This design comes from an exercise in tuning for small area, a short achievable clock period and few clock cycles per item on the open sky130 flow, not from production work. Only simulation tests tie the RTL to the original design; equivalence was not proved.

==> flow/design.v, too long to show whole: its modules and the start of the top module <==
// module comp_core: 1547 lines
module comp_core (
    input  wire        clk,
    input  wire        rst,           
    input  wire        smp_valid,
    input  wire [9:0]  smp_code,
    input  wire        preset,
    input  wire [23:0] preset_duty,
    input  wire        start,
    output wire        ready,
    output reg         done,
    output wire [23:0] duty,
    output wire [18:0] cmp,
    input  wire [1:0]  wavg,
    input  wire [19:0] b0,
    input  wire [19:0] b1,
    input  wire [19:0] b2,
    input  wire [19:0] c1,
    input  wire [19:0] c2,
    input  wire [3:0]  gshift,
    input  wire [15:0] dmax,
    input  wire [25:0] d_ff,
    input  wire [11:0] top,
    input  wire [8:0]  trim
);
  // ...
==> flow/flow/run.sh <==
#!/bin/bash
# Standard synthesis, then the standard flow's own layout with a larger setup repair
# margin, so that timing repair works toward a shorter period than the clock.
set -euo pipefail
bash standard.sh synth > synth.log 2>&1
bash standard.sh SETUP_SLACK_MARGIN=14 TNS_END_PERCENT=0 finish > layout.log 2>&1
==> flow/standard.sh <==
#!/bin/bash
# synth_recipe.tcl (not shown) runs the flow's synth.tcl, then flattens the netlist and writes it again
# the make line also repeats each setting of config.mk as NAME=value (left out here)
make -C /OpenROAD-flow-scripts/flow DESIGN_CONFIG=/design/flow/config.mk WORK_HOME=/design/flow/orfs CLKGATE_MAP_FILE= SYNTH_SCRIPT=/design/flow/synth_recipe.tcl "${@:-finish}"
==> flow/config.mk <==
export PLATFORM = sky130hd
export DESIGN_NAME = comp_core
export DESIGN_NICKNAME = comp_core
export VERILOG_FILES = /design/flow/design.v
export SDC_FILE = /design/flow/constraint.sdc
export NUM_CORES = 4
export LEC_CHECK = 0
export CAP_MARGIN = 20
export CORE_MARGIN = 2
export CORE_UTILIZATION = 40
export SLEW_MARGIN = 20
==> flow/constraint.sdc <==
create_clock -name core_clock -period 19.0 [get_ports {clk}]
set_input_delay 3.8000 -clock core_clock [delete_from_list [all_inputs] [get_ports {clk}]]
set_output_delay 3.8000 -clock core_clock [all_outputs]
set_load 0.01 [all_outputs]
==> impl_results.md, run 1 <==
* Period minus WS final at 7.83 ns
* Max layer used: met5
* Startpoint Class: register
* Crit path kind: register to register
* Vias per cell at 6.11
* Largest family of logic cells by synthesized area: adder cells
* Hold buffers post-CTS at 0
* Synth area leaders: fa_1 20%, dfxtp_1 16%, ha_1 7.0%
* Post-synth EDFFs at 40
* Post-CTS setup buffer count at 56
* Largest net degree at the start of global routing at 151
* Fin cells at 6636
* Max-cap viol count at 0
* Placer Congestion at 0.990
* Final TNS setup at 0 ns
* Worst R2R Start: ms[7]
* #MultiIn Comb at 3662
* Top-count cell post-synth: inv_1
* Relative slew slack at 0.144
* Worst Skew at 0.0688 ns
* CP Launch Point: ms[7]
* Ys async rst share at 0
* Place WS at 9.84 ns
* CTS Sinks at 385
* TritonCTS clock tree: yes
* Outcome: no timing/DRC/antenna violations
* Worst-Margin Slew at 1.28 ns
* Antenna violations before repair at 11
* H-tree levels at 2
* WP depth at 21
Testbench counts, summed over its fixed seeds: cycles 22,651, items 3,200.
==> run 2: changes to the inputs <==
==> flow/flow/run.sh (replaced) <==
#!/bin/bash
# Standard synthesis, then the standard flow's own layout with a larger setup repair
# margin (aimed at the worst path only), so that timing repair works toward
# a shorter period than the clock, and the smallest buffer on the ports.
set -euo pipefail
bash standard.sh synth > synth.log 2>&1
bash standard.sh SETUP_SLACK_MARGIN=14 TNS_END_PERCENT=0 \
    'BUFFER_PORTS_ARGS=-buffer_cell sky130_fd_sc_hd__buf_1' finish > layout.log 2>&1
==> impl_results.md, run 2 <==
* Outcome: no timing/DRC/antenna violations (unchanged)
* Post-synth EDFFs at 40 (unchanged)
* Post-Synth XOR/XNOR Area at 0.0862 (unchanged)
* Post-synthesis adder-cell area fraction at 0.266 (unchanged)
* Fillcell total at 10600 (was 10400)
* Max reg flops at 80 (unchanged)
* Register area share after synthesis at 0.189 (unchanged)
* #FFs+latches synth at 385 (unchanged)
* Simple-gate share of the synthesized area at 0.114 (unchanged)
* Netlist cell types at 100 (unchanged)
* Ys async rst share at 0 (unchanged)
* Mux cell area share after synthesis at 0.0365 (unchanged)
* Core area at 0.107 mm^2 (unchanged)
* Final Hold Fails at 0 (unchanged)
* Largest Register: hist (unchanged)
* Inserted Clock Buffers at 50 (unchanged)
* Syn Area/Cell at 8.48 um^2 (unchanged)
* Largest net degree at the start of global routing at 75 (was 151)
* Num rows at 120 (unchanged)
* CTS root buffer: clkbuf_16 (unchanged)
* Full die area at 0.110 mm^2 (unchanged)
* Most frequent cells after synthesis: 620 x inv_1, 421 x fa_1, 401 x nor2_1 (unchanged)
* Final TNS setup at 0 ns (unchanged)
* Top-count cell post-synth: inv_1 (unchanged)
* Antenna violations before repair at 12 (was 11)
* Placer Congestion at 0.997 (was 0.990)
* Vias per cell at 6.10 (was 6.11)
* Clock Latency Late Sink at 0.71 ns (about the same)
* DR DRC count at 0 (unchanged)
* Compound-Gate Fraction of Synth Area at 0.216 (unchanged)
* Die Y at 332 um (unchanged)
* Hold crit path type: register to register (unchanged)
* Max-cap viol count at 0 (unchanged)
* Area leader, netlist: fa_1 (unchanged)
* Drt wl/cell at 27.8 um (was 28.1 um)
* GRT Total Usage at 0.329 (was 0.330)
* PortBufs at 252 (unchanged)
* Worst-Margin Slew at 1.32 ns (was 1.28 ns)
* Commonest non-fill, non-tap cell in the layout: inv_1 (unchanged)
* GRT met1 Usage at 0.421 (was 0.428)
* Relative slew slack at 0.121 (was 0.144)
* I/O pin count at 253 (unchanged)
* Ys flop type: dfxtp_1 (unchanged)
* RSZ-0062 raised after global routing: yes (unchanged)
* Worst-path maximum fanout at 41 (was 37)
* Place WS at 9.47 ns (was 9.84 ns)
* Final-report setup violation count at 0 (unchanged)
* GR peak layer: met2 (unchanged)
* CP endpoint kind: register (unchanged)
* Met2 usage at 0.487 (was 0.485)
* Max clock buf depth at 3 (unchanged)
* Largest family of logic cells by synthesized area: adder cells (unchanged)
* Top cell type's share of synthesized area at 0.196 (unchanged)
* Post-synth net total at 5932 (unchanged)
* TritonCTS clock tree: yes (unchanged)
* First-pass GRT wire length at 269000 um (was 270000 um)
* FMAX at 128 MHz (about the same)
* Crit-path slowest cell: fa_1 (was o221ai_1)
* Clock transition at path regs at 0.06 ns (was 0.07 ns)
* Chip width at 332 um (unchanged)
* Max Slew Vio Count at 0 (unchanged)
* Mapped Cells at 5062 (unchanged)
* Period minus WS final at 7.84 ns (was 7.83 ns)
* Synth area leaders: fa_1 20%, dfxtp_1 16%, ha_1 7.0% (unchanged)
* Nets at 6050 (was 6057)
* Startpoint Class: register (unchanged)
* Synth warn at 2 (unchanged)
* Crit path kind: register to register (unchanged)
* First-pass DRT Iterations at 12 (was 9)
* CP Data Arrival Time at 8.34 ns (was 8.45 ns)
* ANT nets after route at 0 (unchanged)
* Dpl hpwl at 131000 um (was 133000 um)
* Final WS setup at 11.16 ns (was 11.17 ns)
* Grt total ovfl at 0 (unchanged)
* Initial Utilization at 0.402 (unchanged)
* Most frequent cells in the layout: 615 x inv_1, 417 x fa_1, 393 x nor2_1, 349 x a22oi_1, 315 x dfxtp_1 (was 615 x inv_1, 416 x fa_1, 392 x nor2_1, 350 x a22oi_1, 317 x dfxtp_1)
* Initial DRC Count at 5336 (was 5104)
* Drt total wl at 184000 um (was 186000 um)
* CTS Sinks at 385 (unchanged)
* Crit path required time at 19.50 ns (was 19.62 ns)
* Slowest cell delay on critical path at 0.49 ns (was 1.05 ns)
* Met3 Use GR at 0.0886 (was 0.0856)
* Hold_ws at 0.466 ns (was 0.462 ns)
* Tcrit/Tclk final at 0.413 (was 0.412)
* H-tree levels at 2 (unchanged)
* Area grow syn2layout at 12.3% (was 16.7%)
* Worst Skew at 0.0583 ns (was 0.0688 ns)
* Vias in the first global route at 39700 (about the same)
* Top Registers: hist x80, acc x48, u x30 (unchanged)
* DR vias at 40500 (was 40600)
* Layout cells sized above 1 at 0.0879 (was 0.0913)
* Post-Syn Area at 0.0429 mm^2 (unchanged)
## run 2: cell counts after synthesis
No cell type changed its count.
## run 2: cell families (layout without fill, tap and decap cells)
family	Yosys count	after routing
buffers and inverters	1017	1171
and+or+nand+nor	1069	1070
other	0	12
adders and majority gates	662	662
DFF	385	385
AOI/OAI and AO/OA	1352	1354
xor gates and xnor gates	422	422
muxes	155	155
## run 2: worst max-delay path, delay by kind of cell (launching register included)
family                     cells  cell delay, ns
adders and majority gates      3            1.33
muxes                          1            0.18
xor gates and xnor gates       1            0.24
AOI/OAI and AO/OA              9            2.40
buffers and inverters          3            0.70
and+or+nand+nor               11            2.25
DFF                            1            0.48
## run 2: per-stage QoR
| stage | area [um^2] | instances | util |
|---|---|---|---|
| 2_1_floorplan | 43100 | 5062 | - |
| 3_3_place_gp | 45200 | 6456 | 0.424 |
| 3_5_place_dp | 45200 | 6456 | 0.424 |
| 4_1_cts | 48000 | 6610 | 0.449 |
| 5_1_grt | 48200 | 6622 | 0.452 |
| 6_report | 48200 | 6634 | 0.452 |
## run 2: layout make-up
cell class / count / area [um^2] / area share
multi-input combinational: 3663 / 31600 / 0.655
inverter: 625 / 2350 / 0.0488
antenna: 12 / 30.0 / 0.000623
sequential: 385 / 8160 / 0.169
clock inverter: 24 / 282 / 0.00584
tap: 1403 / 1760 / 0.0364
clock buffer: 67 / 1420 / 0.0294
timing repair buffer: 455 / 2660 / 0.0551
## run 2: repair_timing
item / 4_1_cts / 5_1_grt
hold buffers: 0 / 0
gates cloned: 13 / 1
buffers inserted: 50 / 8
pin swaps: 33 / 10
setup endpoints to repair: 248 / 255
resized for setup: 121 / 29
## run 2: metal layers
layer / routed length [um] / share of wire
met5: 44 / 0.00024
met4: 14800 / 0.080
met3: 21600 / 0.12
met2: 77100 / 0.42
met1: 70800 / 0.38
## run 2: path summary, 6_finish.rpt
check          end  slack [ns]  startpoint  cells after the start
min          u[27]        0.47       u[27]                      2
max reg2reg  ms[7]       11.16    state[0]                     28
min reg2reg  u[27]        0.47       u[27]                      2
max          ms[7]       11.16    state[0]                     28

## port drivers added, routing unchanged
How much do the figures lean on ideal ports? The routed layouts below were timed once more, with nothing changed but the port constraints.
Step 1 assumes that a clkbuf_16 drives the clock port and a buf_2 every other input.
Step 2 times the ports against the registers' clock, not the clock port: input delays grow and output delays shrink by t, the midpoint of the rising clock arrivals with the driver on.
a / b / c = ideal / step 1 / step 2; a / b = the first two.
run | shift t [ns] | setup slack, ns | worst hold slack (ns)
run 1 | 0.748 | 11.168 / 11.168 / 11.168 | 0.462 / 0.462 / 0.462
run 2 | 0.762 | 11.158 / 11.158 / 11.158 | 0.466 / 0.466 / 0.466
After both steps setup and hold are still met in every run listed.
